Background: an optimization exercise with open tools, aiming at small area, a short achievable clock period and few clock cycles per item. Do not read the settings as production practice.
At most, simulation tests tie the RTL to the original design; equivalence was not proved.
Power figures rest on the tool's default switching activity, not on a simulated workload.

==> inputs of build 49 <==
// exact_sum
module exact_sum (
    input  wire        clk,
    input  wire        rst,
    input  wire        in_valid,
    output wire        in_ready,
    input  wire [31:0] in_data,
    input  wire [1:0]  in_dtype,
    input  wire        in_last,
    output wire        out_valid,
    input  wire        out_ready,
    output wire [31:0] out_data
);
export LEC_CHECK = 0
export CAP_MARGIN = 20
export CORE_MARGIN = 2
export CORE_UTILIZATION = 40
export SLEW_MARGIN = 20
create_clock -name core_clock -period 15.0 [get_ports {clk}]
standard.sh (not shown) runs the stock make flow with config.mk's settings and CLKGATE_MAP_FILE= SYNTH_SCRIPT=/design/flow/synth_recipe.tcl, a recipe that flattens the netlist after the stock synthesis.
==> flow/flow/run.sh <==
#!/bin/bash
# Standard synthesis, then the standard layout steps with repair_timing asked
# for a larger setup margin (the SDC, period and IO constraints are unchanged),
# larger clock sink clusters and no dummy clock loads.
set -e
bash standard.sh synth > synth.log 2>&1
bash standard.sh SETUP_SLACK_MARGIN=11 "CTS_ARGS=-sink_clustering_enable -repair_clock_nets -dont_use_dummy_load -sink_clustering_size 30 -sink_clustering_max_diameter 80" finish > layout.log 2>&1
==> trial 16 (differences from build 49) <==
--- a/flow/design.v
+++ b/flow/design.v
@@ -34,15 +34,15 @@
     wire [7:0]  is16b = iz16b ? 8'd0 : ie16b - 8'd1;
     wire [4:0]  is16 = iz16 ? 5'd0 : ie16 - 5'd1;
     wire [22:0] i_f  = i16 ? {in_data[9:0], 13'd0} : ib16 ? {in_data[6:0], 16'd0} : in_data[22:0];
     wire        fz32 = (in_data[22:0] == 23'd0), fz16b = (in_data[6:0] == 7'd0), fz16 = (in_data[9:0] == 10'd0);
     wire        em32 = (ie32 == 8'hff), em16b = (ie16b == 8'hff), em16 = (ie16 == 5'h1f);
     wire        i_ez = i16 ? iz16 : ib16 ? iz16b : iz32;
     always @(posedge clk) begin
-        if (rdy) begin
+        if (rdy || !r0_v) begin
             r0_s    <= (i16 || ib16) ? in_data[15] : in_data[31];
             r0_q    <= i16 ? 5'd14 + {3'd0, is16[4:3]} : ib16 ? is16b[7:3] : is32[7:3];
             r0_r    <= i16 ? is16[2:0] : ib16 ? is16b[2:0] : is32[2:0];
             r0_h    <= !i_ez;
             r0_f    <= i_f;
             r0_em   <= i16 ? em16 : ib16 ? em16b : em32;
             r0_fz   <= i16 ? fz16 : ib16 ? fz16b : fz32;
@@ -99,34 +99,31 @@
     reg [303:0] ring;
     reg         rc;
     reg         sfin_req;       
     wire pos0  = (pos == 6'd0);
     wire pos37 = (pos == 6'd37);
     wire act   = (rs != RS_IDLE) && (rs_act || pos0);
     wire rdone = act && pos37;
-    reg [55:0] W;
+    reg [53:0] Wr;
+    wire [55:0] W = {Wr[53], Wr[53], Wr};
     reg [4:0]  W_base;
     reg [1:0]  set_dt;
     reg        s_nan, s_pinf, s_ninf;
     reg        cap_fast;
     reg        acons;           
     wire [55:0] a_es = {{24{a_e[31]}}, a_e};
     reg  [2:0]  wsel;           
     reg         wclr;           
-    reg  [5:0]  csel;           
-    wire [7:0]  din;
-    wire        ssg;
-    wire [55:0] rdig   = {{8{csel[0] & ssg}}, {8{csel[5]}} & din, {8{csel[4]}} & din,
-                          {8{csel[3]}} & din, {8{csel[2]}} & din, {8{csel[1]}} & din,
-                          {8{csel[0]}} & din};
     wire [55:0] addend = ({56{wsel[0]}} & a_es) | ({56{wsel[1]}} & {a_es[47:0], 8'd0}) |
-                         ({56{wsel[2]}} & {a_es[39:0], 16'd0}) | rdig;
+                         ({56{wsel[2]}} & {a_es[39:0], 16'd0});
     wire        cap_slow;
-    wire [55:0] W_nx;
-    sk_add #(.N(56)) u_wadd (.a(wclr ? 56'd0 : W), .b(addend), .s(W_nx));
+    wire [55:0] rwin;
+    wire [55:0] wsum;
+    sk_add #(.N(56)) u_wadd (.a(wclr ? 56'd0 : W), .b(addend), .s(wsum));
+    wire [55:0] W_nx   = cap_slow ? rwin : wsum;
     reg  [1:0] pcnt;                  
     reg  o_v;
     reg  rdy_o, o_vo;                 
     wire out_take = o_v & out_ready;
     wire adv0       = r0_v && (!a_v || acons);
     wire spill_done = (rs == RS_SPILL) && rdone;
     wire fin_start  = acons && a_last && a_slowlast;
@@ -183,16 +180,15 @@
             rdy_o    <= in_valid && rdy ? (out_take ? rdy_t1 : rdy_t0) : (out_take ? rdy_n1 : rdy_n0);
             acons    <= acons_nx;
             sfin_req <= fin_start;
         end
         wsel[0] <= !rst && acons_nx && !askip_nx && (ao_nx == 2'd0);
         wsel[1] <= !rst && acons_nx && !askip_nx && (ao_nx == 2'd1);
         wsel[2] <= !rst && acons_nx && !askip_nx && (ao_nx == 2'd2);
-        wclr    <= !rst && ((acons_nx && aclr_nx) || csel_nx[0]);
-        csel    <= rst ? 6'd0 : csel_nx;
+        wclr    <= !rst && acons_nx && aclr_nx;
     end
     always @(posedge clk) begin
         if (rst) begin
             f_open   <= 1'b0;
             f_wempty <= 1'b1;
             f_slow   <= 1'b0;
             f_cnt    <= 6'd0;
@@ -227,15 +223,15 @@
         end
     end
     reg        w_ovr;       
     reg        w_bz;
     reg [5:0]  bwin;
     reg        ssign, bzacc;
     always @(posedge clk) begin
-        W <= W_nx;
+        Wr <= W_nx[53:0];
         if (cap_slow) begin
             W_base <= bwin[4:0];
             w_bz   <= !pos0 && bzacc;
         end
         if (rst)           w_ovr <= 1'b0;
         else if (cap_slow) w_ovr <= 1'b1;
         else if (acons)    w_ovr <= 1'b0;
@@ -243,25 +239,19 @@
             W_base <= a_base;
             set_dt <= a_dt;
             s_nan  <= (!a_first & s_nan)  | a_nan;
             s_pinf <= (!a_first & s_pinf) | a_pinf;
             s_ninf <= (!a_first & s_ninf) | a_ninf;
         end
         if (rst) cap_fast <= 1'b0;
-        else     cap_fast <= (acons && a_last && !a_slowlast) || cap_last;
+        else     cap_fast <= (acons && a_last && !a_slowlast) || cap_slow;
     end
     wire [5:0] pos_nx    = pos37 ? 6'd0 : pos + 6'd1;
     wire       rs_act_nx = act && !pos37;
     wire       act_nx    = (rs_nx != RS_IDLE) && (rs_act_nx || (pos_nx == 6'd0));
-    wire [5:0] bwin_nx;
-    wire [5:0] csel_nx;
-    genvar gj;
-    generate for (gj = 0; gj < 6; gj = gj + 1) begin : g_csel
-        assign csel_nx[gj] = act_nx && (rs_nx == RS_CAP) && (pos_nx == bwin_nx + gj);
-    end endgenerate
     reg  [6:0] rel;           
     wire       spilling = act && ((rs == RS_SPILL) || (rs == RS_FSPILL));
     reg  [7:0] nwdig;
     always @(*) begin
         case (rel[2:0])
             3'd0:    nwdig = W[7:0];
             3'd1:    nwdig = W[15:8];
@@ -270,30 +260,27 @@
             3'd4:    nwdig = W[39:32];
             3'd5:    nwdig = W[47:40];
             3'd6:    nwdig = W[55:48];
             default: nwdig = {8{W[55]}};
         endcase
     end
     wire [7:0] addd = (!spilling || rel[6]) ? 8'd0 : (rel <= 7'd6) ? nwdig : {8{W[55]}};
-    assign     din      = ring[303:296];
+    wire [7:0] din      = ring[303:296];
     wire [8:0] sum9     = {1'b0, din} + {1'b0, addd} + {8'd0, spilling && !pos0 && rc};
     wire       zero_wr  = act && ((rs == RS_GCLR) || (rs == RS_CAP));
     wire [7:0] rg0      = zero_wr ? 8'd0 : sum9[7:0];
     reg  [5:0] hz, ho;
     wire       scanning = act && (rs == RS_SCAN);
     wire       capping  = act && (rs == RS_CAP);
     wire       dnz = (din != 8'd0);
     wire       dno = (din != 8'hff);
     wire [5:0] hz_f = dnz ? pos : (pos0 ? 6'd0 : hz);
     wire [5:0] ho_f = dno ? pos : (pos0 ? 6'd0 : ho);
     wire [5:0] kk   = din[7] ? ho_f : hz_f;
     assign     cap_slow = capping && (pos == bwin);
-    wire       cap_last = capping && (pos == bwin + 6'd5);
-    assign     bwin_nx  = (scanning && pos37) ? ((kk < 6'd5) ? 6'd0 : kk - 6'd5) : bwin;
-    assign     ssg      = ssign;
     always @(posedge clk) begin
         ring     <= {ring[295:0], rg0};
         rc       <= sum9[8];
         rel      <= {1'b0, pos_nx} - {2'b0, W_base};
         if (scanning) begin
             hz <= hz_f;
             ho <= ho_f;
@@ -310,14 +297,16 @@
             pos    <= 6'd0;
         end else begin
             rs     <= rs_nx;
             rs_act <= rs_act_nx;
             pos    <= pos_nx;
         end
     end
+    assign rwin = {{8{ssign}}, ring[263:256], ring[271:264], ring[279:272],
+                   ring[287:280], ring[295:288], ring[303:296]};
     wire        sg  = W[55];
     wire        bz  = w_ovr & w_bz;
     wire [55:0] U   = W ^ {{24{W[55]}}, {16{W[54]}}, {16{W[53]}}};
     reg [4:0] pm;     
     reg [6:0] k0;     
     reg [7:0] kp;     
     reg [4:0] toff;   
@@ -354,26 +343,27 @@
     wire              uz    = (dnzv == 7'd0);
     wire [5:0]        lw    = {ld, dpos[ld]};
     wire              sub   = uz ? !dlim[9] : dsub[ld];
     wire signed [9:0] tsub  = {3'd0, k0} + 10'sd24 - base8;
     wire [6:0]        tnorm = uz ? 7'd23 - {2'd0, pm} : dt_n[ld];
     wire [6:0]        tt    = !sub ? tnorm : (tsub > 10'sd81) ? 7'd81 : tsub[6:0];
     reg         p1_v;
-    reg [55:0]  p1_w;
+    reg [53:0]  p1_wr;
+    wire [55:0] p1_w = {p1_wr[53], p1_wr[53], p1_wr};
     wire        p1_sg = p1_w[55];
     reg         p1_bz, p1_rz, p1_sub;
     reg [6:0]   p1_t;
     reg [6:0]   p1_lx;
     reg [4:0]   p1_b;
     reg [1:0]   p1_dt;
     reg         p1_nan, p1_pinf, p1_ninf;
     always @(posedge clk) begin
         if (rst) p1_v <= 1'b0;
         else     p1_v <= cap_fast;
-        p1_w    <= W;
+        p1_wr   <= W[53:0];
         p1_bz   <= bz;
         p1_rz   <= !sg && uz && !bz;
         p1_sub  <= sub;
         p1_t    <= tt;
         p1_lx   <= uz ? 7'h7f : {1'b0, lw};
         p1_b    <= W_base;
         p1_dt   <= set_dt;
==> trial 7 (differences from build 49) <==
--- a/flow/design.v
+++ b/flow/design.v
@@ -34,15 +34,15 @@
     wire [7:0]  is16b = iz16b ? 8'd0 : ie16b - 8'd1;
     wire [4:0]  is16 = iz16 ? 5'd0 : ie16 - 5'd1;
     wire [22:0] i_f  = i16 ? {in_data[9:0], 13'd0} : ib16 ? {in_data[6:0], 16'd0} : in_data[22:0];
     wire        fz32 = (in_data[22:0] == 23'd0), fz16b = (in_data[6:0] == 7'd0), fz16 = (in_data[9:0] == 10'd0);
     wire        em32 = (ie32 == 8'hff), em16b = (ie16b == 8'hff), em16 = (ie16 == 5'h1f);
     wire        i_ez = i16 ? iz16 : ib16 ? iz16b : iz32;
     always @(posedge clk) begin
-        if (rdy) begin
+        if (rdy || !r0_v) begin
             r0_s    <= (i16 || ib16) ? in_data[15] : in_data[31];
             r0_q    <= i16 ? 5'd14 + {3'd0, is16[4:3]} : ib16 ? is16b[7:3] : is32[7:3];
             r0_r    <= i16 ? is16[2:0] : ib16 ? is16b[2:0] : is32[2:0];
             r0_h    <= !i_ez;
             r0_f    <= i_f;
             r0_em   <= i16 ? em16 : ib16 ? em16b : em32;
             r0_fz   <= i16 ? fz16 : ib16 ? fz16b : fz32;
@@ -99,34 +99,31 @@
     reg [303:0] ring;
     reg         rc;
     reg         sfin_req;       
     wire pos0  = (pos == 6'd0);
     wire pos37 = (pos == 6'd37);
     wire act   = (rs != RS_IDLE) && (rs_act || pos0);
     wire rdone = act && pos37;
-    reg [55:0] W;
+    reg [53:0] Wr;
+    wire [55:0] W = {Wr[53], Wr[53], Wr};
     reg [4:0]  W_base;
     reg [1:0]  set_dt;
     reg        s_nan, s_pinf, s_ninf;
     reg        cap_fast;
     reg        acons;           
     wire [55:0] a_es = {{24{a_e[31]}}, a_e};
     reg  [2:0]  wsel;           
     reg         wclr;           
-    reg  [5:0]  csel;           
-    wire [7:0]  din;
-    wire        ssg;
-    wire [55:0] rdig   = {{8{csel[0] & ssg}}, {8{csel[5]}} & din, {8{csel[4]}} & din,
-                          {8{csel[3]}} & din, {8{csel[2]}} & din, {8{csel[1]}} & din,
-                          {8{csel[0]}} & din};
     wire [55:0] addend = ({56{wsel[0]}} & a_es) | ({56{wsel[1]}} & {a_es[47:0], 8'd0}) |
-                         ({56{wsel[2]}} & {a_es[39:0], 16'd0}) | rdig;
+                         ({56{wsel[2]}} & {a_es[39:0], 16'd0});
     wire        cap_slow;
-    wire [55:0] W_nx;
-    sk_add #(.N(56)) u_wadd (.a(wclr ? 56'd0 : W), .b(addend), .s(W_nx));
+    wire [55:0] rwin;
+    wire [55:0] wsum;
+    sk_add #(.N(56)) u_wadd (.a(wclr ? 56'd0 : W), .b(addend), .s(wsum));
+    wire [55:0] W_nx   = cap_slow ? rwin : wsum;
     reg  [1:0] pcnt;                  
     reg  o_v;
     reg  rdy_o, o_vo;                 
     wire out_take = o_v & out_ready;
     wire adv0       = r0_v && (!a_v || acons);
     wire spill_done = (rs == RS_SPILL) && rdone;
     wire fin_start  = acons && a_last && a_slowlast;
@@ -183,16 +180,15 @@
             rdy_o    <= in_valid && rdy ? (out_take ? rdy_t1 : rdy_t0) : (out_take ? rdy_n1 : rdy_n0);
             acons    <= acons_nx;
             sfin_req <= fin_start;
         end
         wsel[0] <= !rst && acons_nx && !askip_nx && (ao_nx == 2'd0);
         wsel[1] <= !rst && acons_nx && !askip_nx && (ao_nx == 2'd1);
         wsel[2] <= !rst && acons_nx && !askip_nx && (ao_nx == 2'd2);
-        wclr    <= !rst && ((acons_nx && aclr_nx) || csel_nx[0]);
-        csel    <= rst ? 6'd0 : csel_nx;
+        wclr    <= !rst && acons_nx && aclr_nx;
     end
     always @(posedge clk) begin
         if (rst) begin
             f_open   <= 1'b0;
             f_wempty <= 1'b1;
             f_slow   <= 1'b0;
             f_cnt    <= 6'd0;
@@ -227,15 +223,15 @@
         end
     end
     reg        w_ovr;       
     reg        w_bz;
     reg [5:0]  bwin;
     reg        ssign, bzacc;
     always @(posedge clk) begin
-        W <= W_nx;
+        Wr <= W_nx[53:0];
         if (cap_slow) begin
             W_base <= bwin[4:0];
             w_bz   <= !pos0 && bzacc;
         end
         if (rst)           w_ovr <= 1'b0;
         else if (cap_slow) w_ovr <= 1'b1;
         else if (acons)    w_ovr <= 1'b0;
@@ -243,25 +239,19 @@
             W_base <= a_base;
             set_dt <= a_dt;
             s_nan  <= (!a_first & s_nan)  | a_nan;
             s_pinf <= (!a_first & s_pinf) | a_pinf;
             s_ninf <= (!a_first & s_ninf) | a_ninf;
         end
         if (rst) cap_fast <= 1'b0;
-        else     cap_fast <= (acons && a_last && !a_slowlast) || cap_last;
+        else     cap_fast <= (acons && a_last && !a_slowlast) || cap_slow;
     end
     wire [5:0] pos_nx    = pos37 ? 6'd0 : pos + 6'd1;
     wire       rs_act_nx = act && !pos37;
     wire       act_nx    = (rs_nx != RS_IDLE) && (rs_act_nx || (pos_nx == 6'd0));
-    wire [5:0] bwin_nx;
-    wire [5:0] csel_nx;
-    genvar gj;
-    generate for (gj = 0; gj < 6; gj = gj + 1) begin : g_csel
-        assign csel_nx[gj] = act_nx && (rs_nx == RS_CAP) && (pos_nx == bwin_nx + gj);
-    end endgenerate
     reg  [6:0] rel;           
     wire       spilling = act && ((rs == RS_SPILL) || (rs == RS_FSPILL));
     reg  [7:0] nwdig;
     always @(*) begin
         case (rel[2:0])
             3'd0:    nwdig = W[7:0];
             3'd1:    nwdig = W[15:8];
@@ -270,30 +260,27 @@
             3'd4:    nwdig = W[39:32];
             3'd5:    nwdig = W[47:40];
             3'd6:    nwdig = W[55:48];
             default: nwdig = {8{W[55]}};
         endcase
     end
     wire [7:0] addd = (!spilling || rel[6]) ? 8'd0 : (rel <= 7'd6) ? nwdig : {8{W[55]}};
-    assign     din      = ring[303:296];
+    wire [7:0] din      = ring[303:296];
     wire [8:0] sum9     = {1'b0, din} + {1'b0, addd} + {8'd0, spilling && !pos0 && rc};
     wire       zero_wr  = act && ((rs == RS_GCLR) || (rs == RS_CAP));
     wire [7:0] rg0      = zero_wr ? 8'd0 : sum9[7:0];
     reg  [5:0] hz, ho;
     wire       scanning = act && (rs == RS_SCAN);
     wire       capping  = act && (rs == RS_CAP);
     wire       dnz = (din != 8'd0);
     wire       dno = (din != 8'hff);
     wire [5:0] hz_f = dnz ? pos : (pos0 ? 6'd0 : hz);
     wire [5:0] ho_f = dno ? pos : (pos0 ? 6'd0 : ho);
     wire [5:0] kk   = din[7] ? ho_f : hz_f;
     assign     cap_slow = capping && (pos == bwin);
-    wire       cap_last = capping && (pos == bwin + 6'd5);
-    assign     bwin_nx  = (scanning && pos37) ? ((kk < 6'd5) ? 6'd0 : kk - 6'd5) : bwin;
-    assign     ssg      = ssign;
     always @(posedge clk) begin
         ring     <= {ring[295:0], rg0};
         rc       <= sum9[8];
         rel      <= {1'b0, pos_nx} - {2'b0, W_base};
         if (scanning) begin
             hz <= hz_f;
             ho <= ho_f;
@@ -310,14 +297,16 @@
             pos    <= 6'd0;
         end else begin
             rs     <= rs_nx;
             rs_act <= rs_act_nx;
             pos    <= pos_nx;
         end
     end
+    assign rwin = {{8{ssign}}, ring[263:256], ring[271:264], ring[279:272],
+                   ring[287:280], ring[295:288], ring[303:296]};
     wire        sg  = W[55];
     wire        bz  = w_ovr & w_bz;
     wire [55:0] U   = W ^ {{24{W[55]}}, {16{W[54]}}, {16{W[53]}}};
     reg [4:0] pm;     
     reg [6:0] k0;     
     reg [7:0] kp;     
     reg [4:0] toff;   
@@ -354,26 +343,27 @@
     wire              uz    = (dnzv == 7'd0);
     wire [5:0]        lw    = {ld, dpos[ld]};
     wire              sub   = uz ? !dlim[9] : dsub[ld];
     wire signed [9:0] tsub  = {3'd0, k0} + 10'sd24 - base8;
     wire [6:0]        tnorm = uz ? 7'd23 - {2'd0, pm} : dt_n[ld];
     wire [6:0]        tt    = !sub ? tnorm : (tsub > 10'sd81) ? 7'd81 : tsub[6:0];
     reg         p1_v;
-    reg [55:0]  p1_w;
+    reg [53:0]  p1_wr;
+    wire [55:0] p1_w = {p1_wr[53], p1_wr[53], p1_wr};
     wire        p1_sg = p1_w[55];
     reg         p1_bz, p1_rz, p1_sub;
     reg [6:0]   p1_t;
     reg [6:0]   p1_lx;
     reg [4:0]   p1_b;
     reg [1:0]   p1_dt;
     reg         p1_nan, p1_pinf, p1_ninf;
     always @(posedge clk) begin
         if (rst) p1_v <= 1'b0;
         else     p1_v <= cap_fast;
-        p1_w    <= W;
+        p1_wr   <= W[53:0];
         p1_bz   <= bz;
         p1_rz   <= !sg && uz && !bz;
         p1_sub  <= sub;
         p1_t    <= tt;
         p1_lx   <= uz ? 7'h7f : {1'b0, lw};
         p1_b    <= W_base;
         p1_dt   <= set_dt;
==> flow/flow/run.sh (replaced) <==
#!/bin/bash
# Standard synthesis, then the standard layout steps with repair_timing asked
# for a larger setup margin (the SDC, period and IO constraints are unchanged),
# larger clock sink clusters and no dummy clock loads.
set -e
bash standard.sh synth > synth.log 2>&1
bash standard.sh SETUP_SLACK_MARGIN=10.9 "CTS_ARGS=-sink_clustering_enable -repair_clock_nets -dont_use_dummy_load -sink_clustering_size 30 -sink_clustering_max_diameter 80" finish > layout.log 2>&1
==> run notes <==
| metric | build 49 | trial 7 | trial 16 |
|---|---|---|---|
| Outcome | timing/DRC/antenna clean | timing/DRC/antenna clean | timing/DRC/antenna clean |
| Power attributed to the clock group | 1.00 mW | 1.01 mW | 1.02 mW |
| Slew margin rel. | 38.5% | 33.7% | 33.7% |
| Period Utilization, post-route | 27.5% | 27.4% | 27.3% |
| Largest net degree at the start of global routing | 66 | 71 | 71 |
| Synth Cell Area | 0.0331 sq mm | 0.0322 sq mm | 0.0322 sq mm |
| Die Span Y | 292 um | 288 um | 288 um |
| Fraction of power consumed by combinational cells | 38.4% | 36.5% | 36.4% |
| Worst Min Path Start | ring[123]$_DFF_P_ | ring[51]$_DFF_P_ | ring[264]$_DFF_P_ |
| Fraction of power consumed by the clock network | 17.0% | 18.3% | 18.4% |
| Met3 WL | 4.04 mm | 3.15 mm | 3.20 mm |
| First-pass GRT wire length | 130 mm | 121 mm | 121 mm |
| Total number of placement rows | 105 | 104 | 104 |
| Final std cell area, no fill | 0.0371 sq mm | 0.0350 sq mm | 0.0353 sq mm |
| Inverters | 146 | 156 | 156 |
| Final Power | 5.88 mW | 5.51 mW | 5.53 mW |
| Diode count | 0 | 1 | 0 |
| Syn nets | 3505 | 3427 | 3427 |
| Crit. Startpoint | o_d[5]$_DFFE_PP_ | o_d[13]$_DFFE_PP_ | o_d[13]$_DFFE_PP_ |
Testbench counts of trial 16, summed over its fixed seeds: cycles 32,739, items 32,678.
Testbench counts of trial 7, summed over its fixed seeds: cycles 32,739, items 32,678.
For build 49, only the layout was checked, not whether the RTL still works.

[static timing again, ports no longer ideal]
In the flow no input, the clock included, has a driving cell. The finished layouts below were timed again as built, in two steps.
Step 1, drivers: a clkbuf_16 drives clk and a buf_2 each remaining input, both assumed.
Step 2, shift: input delay + t, output delay - t, t = (earliest + latest rising clock arrival at the registers) / 2. This alone moves slack from input paths to output paths.
a / b / c = no drivers / after step 1 / after step 2; a / b = the first two.
| run | t, ns | slack for setup (ns) | worst hold slack (ns) |
|---|---|---|---|
| build 49 | 0.623 | 10.880 / 10.819 / 10.343 | 0.286 / 0.286 / 0.286 |
| trial 16 | 0.639 | 10.908 / 10.842 / 10.461 | 0.288 / 0.288 / 0.288 |
| trial 7 | 0.627 | 10.890 / 10.826 / 10.347 | 0.271 / 0.271 / 0.271 |
After both steps setup and hold are still met in every run listed. For trial 7, which loses most, drivers alone change the setup slack by -0.064 ns; drivers and shift together by -0.543 ns.
